Source: an optimization exercise on an open RTL-to-GDS flow (aim: small area, a short achievable clock period and few clock cycles). Production flows keep margins and buffers that such runs may drop.
Function was checked by simulation only, so behaviour that the tests miss may differ from the original.
Power figures rest on the tool's default switching activity, not on a simulated workload.

==> umber <==
## fir_channel
module fir_channel (
    input  wire        clk,
    input  wire        rst,
    input  wire        in_valid,
    input  wire [23:0] in_data,
    output wire        in_ready,
    input  wire        cfg_we,
    input  wire [5:0]  cfg_addr,
    input  wire [31:0] cfg_wdata,
    output wire        idle,
    output reg         out_valid,
    output reg  [23:0] out_y,
    output reg         out_invalid,
    output reg         out_sat,
    output reg  [1:0]  thr_on,
    output reg  [1:0]  thr_chg,
    output reg  [1:0]  thr_pip,
    output reg  [15:0] sat_cnt
);
    localparam FD = 4;       
    integer s, j, t;
    reg        wr1, wr2;
    reg [5:0]  wa1;
    reg [29:0] wd1;
    always @(posedge clk) begin
        if (rst) begin
            wr1 <= 1'b0;
            wr2 <= 1'b0;
        end else begin
            wr1 <= cfg_we;
            wr2 <= wr1;
        end
        wa1 <= cfg_addr;
        wd1 <= cfg_wdata[29:0];
    end
    wire sync0 = cfg_we && ((cfg_addr == 6'h00) || (cfg_addr == 6'h02) ||
                            (cfg_addr == 6'h03) || (cfg_addr == 6'h04) ||
                            ((cfg_addr == 6'h01) && cfg_wdata[0]));
  ...
Settings: LEC_CHECK=0, CAP_MARGIN=20, CORE_MARGIN=2, CORE_UTILIZATION=45, PLACE_DENSITY=0.6, SLEW_MARGIN=20; clock period 13.0 ns.
standard.sh (not shown) runs the stock make flow with config.mk's settings and CLKGATE_MAP_FILE= SYNTH_SCRIPT=/design/flow/synth_recipe.tcl, a recipe that flattens the netlist after the stock synthesis.
==> flow/flow/run.sh <==
#!/bin/bash
# The standard layout (standard.sh: ORFS synth .. finish, unchanged scripts and
# constraints), with ORFS's repair_timing asked to aim for setup slack well above zero,
# so that it also shortens paths that already meet the 13 ns clock. Gate cloning is
# skipped so that every register of the standard synthesis is kept as it is.
# The full output of the ORFS run goes to standard.log in the work folder; ORFS's
# per-step logs are under orfs/logs/.
set -euo pipefail
export SETUP_SLACK_MARGIN=8.3
export SKIP_GATE_CLONING=1
bash standard.sh > standard.log 2>&1
==> inputs of cedar, as changes to umber <==
--- a/flow/design.v
+++ b/flow/design.v
@@ -15,11 +15,12 @@
     output reg  [1:0]  thr_on,
     output reg  [1:0]  thr_chg,
     output reg  [1:0]  thr_pip,
     output reg  [15:0] sat_cnt
 );
-    localparam FD = 4;       
+    localparam FD  = 4;      
+    localparam FD2 = 2;      
     integer s, j, t;
     reg        wr1, wr2;
     reg [5:0]  wa1;
     reg [29:0] wd1;
     always @(posedge clk) begin
@@ -124,11 +125,13 @@
     reg [1:0]  fcnt;
     reg        in_rdy_r;
     assign in_ready = in_rdy_r;
     wire accept = in_valid & in_rdy_r;
     reg [24:0] fb1 [0:FD-1];
-    reg [24:0] fb2 [0:FD-1];
+    reg [24:0] fb2 [0:FD2-1];
+    reg [1:0]  wp1, rp1;         
+    reg        wp2, rp2;
     reg [2:0]  fc1, fc2;
     reg [2:0]  cred1, cred2;
     reg [6:0] phase [0:2];
     reg       em_r  [0:2];       
     reg signed [6:0] sl [0:2];   
@@ -141,21 +144,21 @@
     reg [4:0] joff  [0:2];       
     reg [5:0] jfill [0:2];       
     reg       jinv  [0:2];
     reg [23:0] dl_r [0:31];      
     wire cr_ok1 = (cred1 < FD);
-    wire cr_ok2 = (cred2 < FD);
+    wire cr_ok2 = (cred2 < FD2);
     wire [2:0] isc   = {js[2] == 2'd2, js[1] == 2'd2, js[0] == 2'd2};
     wire       isc_v = |isc;
     wire [23:0] xin [0:2];
     wire        iin [0:2];
     assign xin[0] = fq0;
     assign iin[0] = 1'b0;
-    assign xin[1] = fb1[0][23:0];
-    assign iin[1] = fb1[0][24];
-    assign xin[2] = fb2[0][23:0];
-    assign iin[2] = fb2[0][24];
+    assign xin[1] = fb1[rp1][23:0];
+    assign iin[1] = fb1[rp1][24];
+    assign xin[2] = fb2[rp2][23:0];
+    assign iin[2] = fb2[rp2][24];
     wire [2:0] avail = {fc2 != 3'd0, fc1 != 3'd0, (fcnt != 2'd0) && !cfg_blk};
     reg [2:0] em, ok;
     reg [6:0] ph_inc [0:2];
     always @* begin
         for (s = 0; s < 3; s = s + 1) begin
@@ -330,12 +333,16 @@
     reg [23:0] aq [0:3];
     reg [23:0] xq [0:3];
     reg [1:0]  rr;
     always @* begin
         for (j = 0; j < 4; j = j + 1) begin
-            cq[j] = coef[{ra_rq[j], j[1:0]}];
-            xq[j] = dl_r[{ra_rp[j], j[1:0]}];
+            cq[j] = 24'd0;
+            xq[j] = 24'd0;
+            for (t = 0; t < 8; t = t + 1) begin
+                cq[j] = cq[j] | (coef[4 * t + j] & {24{ra_rq[j] == t}});
+                xq[j] = xq[j] | (dl_r[4 * t + j] & {24{ra_rp[j] == t}});
+            end
         end
         for (j = 0; j < 4; j = j + 1) begin
             rr    = j[1:0] - ra_rot;
             aq[j] = cq[rr];
         end
@@ -467,28 +474,30 @@
     wire wr_f1  = f2_v && (f2_s == 2'd0) && (last != 2'd0);
     wire wr_f2  = f2_v && (f2_s == 2'd1) && (last == 2'd2);
     wire [2:0] fc1_n = fc1 + {2'b0, wr_f1} - {2'b0, push[1]};
     wire [2:0] fc2_n = fc2 + {2'b0, wr_f2} - {2'b0, push[2]};
     always @(posedge clk) begin
-        for (j = 0; j < FD; j = j + 1) begin
-            if (wr_f1 && (j == fc1 - {2'b0, push[1]}))
-                fb1[j] <= {f2_inv, r24};
-            else if (push[1] && (j < FD - 1))
-                fb1[j] <= fb1[(j < FD - 1) ? j + 1 : j];
-            if (wr_f2 && (j == fc2 - {2'b0, push[2]}))
-                fb2[j] <= {f2_inv, r24};
-            else if (push[2] && (j < FD - 1))
-                fb2[j] <= fb2[(j < FD - 1) ? j + 1 : j];
-        end
+        if (wr_f1)
+            fb1[wp1] <= {f2_inv, r24};
+        if (wr_f2)
+            fb2[wp2] <= {f2_inv, r24};
         if (rst) begin
+            wp1   <= 2'd0;
+            rp1   <= 2'd0;
+            wp2   <= 1'b0;
+            rp2   <= 1'b0;
             fc1   <= 3'd0;
             fc2   <= 3'd0;
             cred1 <= 3'd0;
             cred2 <= 3'd0;
         end else begin
             fc1   <= fc1_n;
             fc2   <= fc2_n;
+            if (wr_f1)   wp1 <= wp1 + 2'd1;
+            if (push[1]) rp1 <= rp1 + 2'd1;
+            if (wr_f2)   wp2 <= ~wp2;
+            if (push[2]) rp2 <= ~rp2;
             cred1 <= cred1 + {2'b0, (fs[0] && (last != 2'd0))} - {2'b0, push[1]};
             cred2 <= cred2 + {2'b0, (fs[1] && (last == 2'd2))} - {2'b0, push[2]};
         end
     end
     wire [1:0] fcnt_n = fcnt + {1'b0, accept} - {1'b0, push[0]};
@@ -520,29 +529,21 @@
             res_v <= to_out;
             if (f2_v && r_sat && (sat_cnt != 16'hffff))
                 sat_cnt <= sat_cnt + 16'd1;
         end
     end
-    reg signed [25:0] thr_lo [0:1];
-    reg signed [25:0] thr_hi [0:1];
-    always @(posedge clk) begin
-        for (t = 0; t < 2; t = t + 1) begin
-            thr_lo[t] <= {{2{thr_level[t][23]}}, thr_level[t]} - {2'b00, thr_hyst[t]};
-            thr_hi[t] <= {{2{thr_level[t][23]}}, thr_level[t]} + {2'b00, thr_hyst[t]};
-        end
-    end
     reg        o1_v, o1_inv, o1_sat;
     reg [23:0] o1_y;
     reg [1:0]  o1_toff, o1_ton;
     reg signed [25:0] ys, lvl, lo_lim, hi_lim;
     reg [1:0]  t_off, t_on;
     always @* begin
         ys = {{2{res_y[23]}}, res_y};
         for (t = 0; t < 2; t = t + 1) begin
             lvl    = {{2{thr_level[t][23]}}, thr_level[t]};
-            lo_lim = thr_lo[t];
-            hi_lim = thr_hi[t];
+            lo_lim = lvl - {2'b00, thr_hyst[t]};
+            hi_lim = lvl + {2'b00, thr_hyst[t]};
             t_off[t] = thr_dir[t] ? (ys <= lvl) : (ys >= lvl);
             t_on[t]  = thr_dir[t] ? (ys > hi_lim) : (ys < lo_lim);
         end
     end
     always @(posedge clk) begin
- CTS_CLUSTER_DIAMETER: unset -> 80
- CTS_CLUSTER_SIZE: unset -> 20
==> inputs of xenon, as changes to umber <==
--- a/flow/design.v
+++ b/flow/design.v
@@ -15,11 +15,12 @@
     output reg  [1:0]  thr_on,
     output reg  [1:0]  thr_chg,
     output reg  [1:0]  thr_pip,
     output reg  [15:0] sat_cnt
 );
-    localparam FD = 4;       
+    localparam FD  = 4;      
+    localparam FD2 = 2;      
     integer s, j, t;
     reg        wr1, wr2;
     reg [5:0]  wa1;
     reg [29:0] wd1;
     always @(posedge clk) begin
@@ -124,11 +125,13 @@
     reg [1:0]  fcnt;
     reg        in_rdy_r;
     assign in_ready = in_rdy_r;
     wire accept = in_valid & in_rdy_r;
     reg [24:0] fb1 [0:FD-1];
-    reg [24:0] fb2 [0:FD-1];
+    reg [24:0] fb2 [0:FD2-1];
+    reg [1:0]  wp1, rp1;         
+    reg        wp2, rp2;
     reg [2:0]  fc1, fc2;
     reg [2:0]  cred1, cred2;
     reg [6:0] phase [0:2];
     reg       em_r  [0:2];       
     reg signed [6:0] sl [0:2];   
@@ -141,21 +144,21 @@
     reg [4:0] joff  [0:2];       
     reg [5:0] jfill [0:2];       
     reg       jinv  [0:2];
     reg [23:0] dl_r [0:31];      
     wire cr_ok1 = (cred1 < FD);
-    wire cr_ok2 = (cred2 < FD);
+    wire cr_ok2 = (cred2 < FD2);
     wire [2:0] isc   = {js[2] == 2'd2, js[1] == 2'd2, js[0] == 2'd2};
     wire       isc_v = |isc;
     wire [23:0] xin [0:2];
     wire        iin [0:2];
     assign xin[0] = fq0;
     assign iin[0] = 1'b0;
-    assign xin[1] = fb1[0][23:0];
-    assign iin[1] = fb1[0][24];
-    assign xin[2] = fb2[0][23:0];
-    assign iin[2] = fb2[0][24];
+    assign xin[1] = fb1[rp1][23:0];
+    assign iin[1] = fb1[rp1][24];
+    assign xin[2] = fb2[rp2][23:0];
+    assign iin[2] = fb2[rp2][24];
     wire [2:0] avail = {fc2 != 3'd0, fc1 != 3'd0, (fcnt != 2'd0) && !cfg_blk};
     reg [2:0] em, ok;
     reg [6:0] ph_inc [0:2];
     always @* begin
         for (s = 0; s < 3; s = s + 1) begin
@@ -330,12 +333,16 @@
     reg [23:0] aq [0:3];
     reg [23:0] xq [0:3];
     reg [1:0]  rr;
     always @* begin
         for (j = 0; j < 4; j = j + 1) begin
-            cq[j] = coef[{ra_rq[j], j[1:0]}];
-            xq[j] = dl_r[{ra_rp[j], j[1:0]}];
+            cq[j] = 24'd0;
+            xq[j] = 24'd0;
+            for (t = 0; t < 8; t = t + 1) begin
+                cq[j] = cq[j] | (coef[4 * t + j] & {24{ra_rq[j] == t}});
+                xq[j] = xq[j] | (dl_r[4 * t + j] & {24{ra_rp[j] == t}});
+            end
         end
         for (j = 0; j < 4; j = j + 1) begin
             rr    = j[1:0] - ra_rot;
             aq[j] = cq[rr];
         end
@@ -467,28 +474,30 @@
     wire wr_f1  = f2_v && (f2_s == 2'd0) && (last != 2'd0);
     wire wr_f2  = f2_v && (f2_s == 2'd1) && (last == 2'd2);
     wire [2:0] fc1_n = fc1 + {2'b0, wr_f1} - {2'b0, push[1]};
     wire [2:0] fc2_n = fc2 + {2'b0, wr_f2} - {2'b0, push[2]};
     always @(posedge clk) begin
-        for (j = 0; j < FD; j = j + 1) begin
-            if (wr_f1 && (j == fc1 - {2'b0, push[1]}))
-                fb1[j] <= {f2_inv, r24};
-            else if (push[1] && (j < FD - 1))
-                fb1[j] <= fb1[(j < FD - 1) ? j + 1 : j];
-            if (wr_f2 && (j == fc2 - {2'b0, push[2]}))
-                fb2[j] <= {f2_inv, r24};
-            else if (push[2] && (j < FD - 1))
-                fb2[j] <= fb2[(j < FD - 1) ? j + 1 : j];
-        end
+        if (wr_f1)
+            fb1[wp1] <= {f2_inv, r24};
+        if (wr_f2)
+            fb2[wp2] <= {f2_inv, r24};
         if (rst) begin
+            wp1   <= 2'd0;
+            rp1   <= 2'd0;
+            wp2   <= 1'b0;
+            rp2   <= 1'b0;
             fc1   <= 3'd0;
             fc2   <= 3'd0;
             cred1 <= 3'd0;
             cred2 <= 3'd0;
         end else begin
             fc1   <= fc1_n;
             fc2   <= fc2_n;
+            if (wr_f1)   wp1 <= wp1 + 2'd1;
+            if (push[1]) rp1 <= rp1 + 2'd1;
+            if (wr_f2)   wp2 <= ~wp2;
+            if (push[2]) rp2 <= ~rp2;
             cred1 <= cred1 + {2'b0, (fs[0] && (last != 2'd0))} - {2'b0, push[1]};
             cred2 <= cred2 + {2'b0, (fs[1] && (last == 2'd2))} - {2'b0, push[2]};
         end
     end
     wire [1:0] fcnt_n = fcnt + {1'b0, accept} - {1'b0, push[0]};
@@ -520,29 +529,21 @@
             res_v <= to_out;
             if (f2_v && r_sat && (sat_cnt != 16'hffff))
                 sat_cnt <= sat_cnt + 16'd1;
         end
     end
-    reg signed [25:0] thr_lo [0:1];
-    reg signed [25:0] thr_hi [0:1];
-    always @(posedge clk) begin
-        for (t = 0; t < 2; t = t + 1) begin
-            thr_lo[t] <= {{2{thr_level[t][23]}}, thr_level[t]} - {2'b00, thr_hyst[t]};
-            thr_hi[t] <= {{2{thr_level[t][23]}}, thr_level[t]} + {2'b00, thr_hyst[t]};
-        end
-    end
     reg        o1_v, o1_inv, o1_sat;
     reg [23:0] o1_y;
     reg [1:0]  o1_toff, o1_ton;
     reg signed [25:0] ys, lvl, lo_lim, hi_lim;
     reg [1:0]  t_off, t_on;
     always @* begin
         ys = {{2{res_y[23]}}, res_y};
         for (t = 0; t < 2; t = t + 1) begin
             lvl    = {{2{thr_level[t][23]}}, thr_level[t]};
-            lo_lim = thr_lo[t];
-            hi_lim = thr_hi[t];
+            lo_lim = lvl - {2'b00, thr_hyst[t]};
+            hi_lim = lvl + {2'b00, thr_hyst[t]};
             t_off[t] = thr_dir[t] ? (ys <= lvl) : (ys >= lvl);
             t_on[t]  = thr_dir[t] ? (ys > hi_lim) : (ys < lo_lim);
         end
     end
     always @(posedge clk) begin
==> comparison table <==
quantity                                                        umber          xenon            cedar
Outcome                                      timing/DRC/antenna clean  timing/DRC/antenna clean  timing/DRC/antenna clean
Number of global-route vias before repair                     143,000        140,000          139,000
Share of power burned in registers                              26.0%          29.6%            31.3%
Origin of the worst min-delay path                    o1_y[5]$_DFF_P_  l_inv$_DFF_P_  o1_y[7]$_DFF_P_
Compound-gate portion of the synthesized area                   12.0%          13.0%            13.0%
Combinational share of power                                    57.8%          51.8%            54.8%
Power consumed by the clock network                           10.7 mW        10.2 mW          7.16 mW
Layout non-clock buf frac                                       2.41%          2.47%            2.54%
Routed wirelength normalized by instance count                28.5 um        30.0 um          30.2 um
Multi-input logic portion of the cell area                      46.2%          46.4%            47.5%
Area share of fa/ha/maj cells after synthesis                   16.6%          17.2%            17.2%
Stage delay of the slowest cell on the critical path          0.98 ns        0.42 ns          0.42 ns
Reported sequential group power                               17.1 mW        16.1 mW          16.1 mW
Global-route usage over all layers                              29.7%          31.1%            31.0%
Synth top area share                                            30.4%          30.8%            30.8%
Total setup buffers inserted after CTS                              2             13               14
Util after Layout                                               50.1%          50.1%            48.9%
Arrival time of data at the critical path endpoint            5.62 ns        5.56 ns          5.60 ns
Average footprint of a synthesized cell                     11.0 um^2      11.1 um^2        11.1 um^2
Testbench counts of umber, summed over its fixed seeds: cycles 10,267.
Testbench counts of cedar, summed over its fixed seeds: cycles 10,271.
Testbench counts of xenon, summed over its fixed seeds: cycles 10,271.

[re-timing with driven ports]
How much do the figures lean on ideal ports? The routed layouts below were timed once more, with nothing changed but the port constraints. Step 1, drivers: a clkbuf_16 drives clk and a buf_2 each remaining input, both assumed. Step 2 also shifts input and output timing later by t, the mid clock arrival at the registers, as if the neighbouring blocks saw the same clock. a / b / c = ideal / step 1 / step 2; a / b = the first two.
| run | t, ns | setup slack, ns | worst setup path at the end |
|---|---|---|---|
| umber | 1.075 | 8.133 / 8.133 / 8.131 | input to register |
| cedar | 1.065 | 8.328 / 8.301 / 7.705 | input to register |
| xenon | 1.068 | 8.324 / 8.277 / 7.674 | input to register |
After both steps setup and hold are still met in every run listed. The setup slack of xenon, which loses most, moves by -0.047 ns with the drivers and by -0.650 ns with both steps.
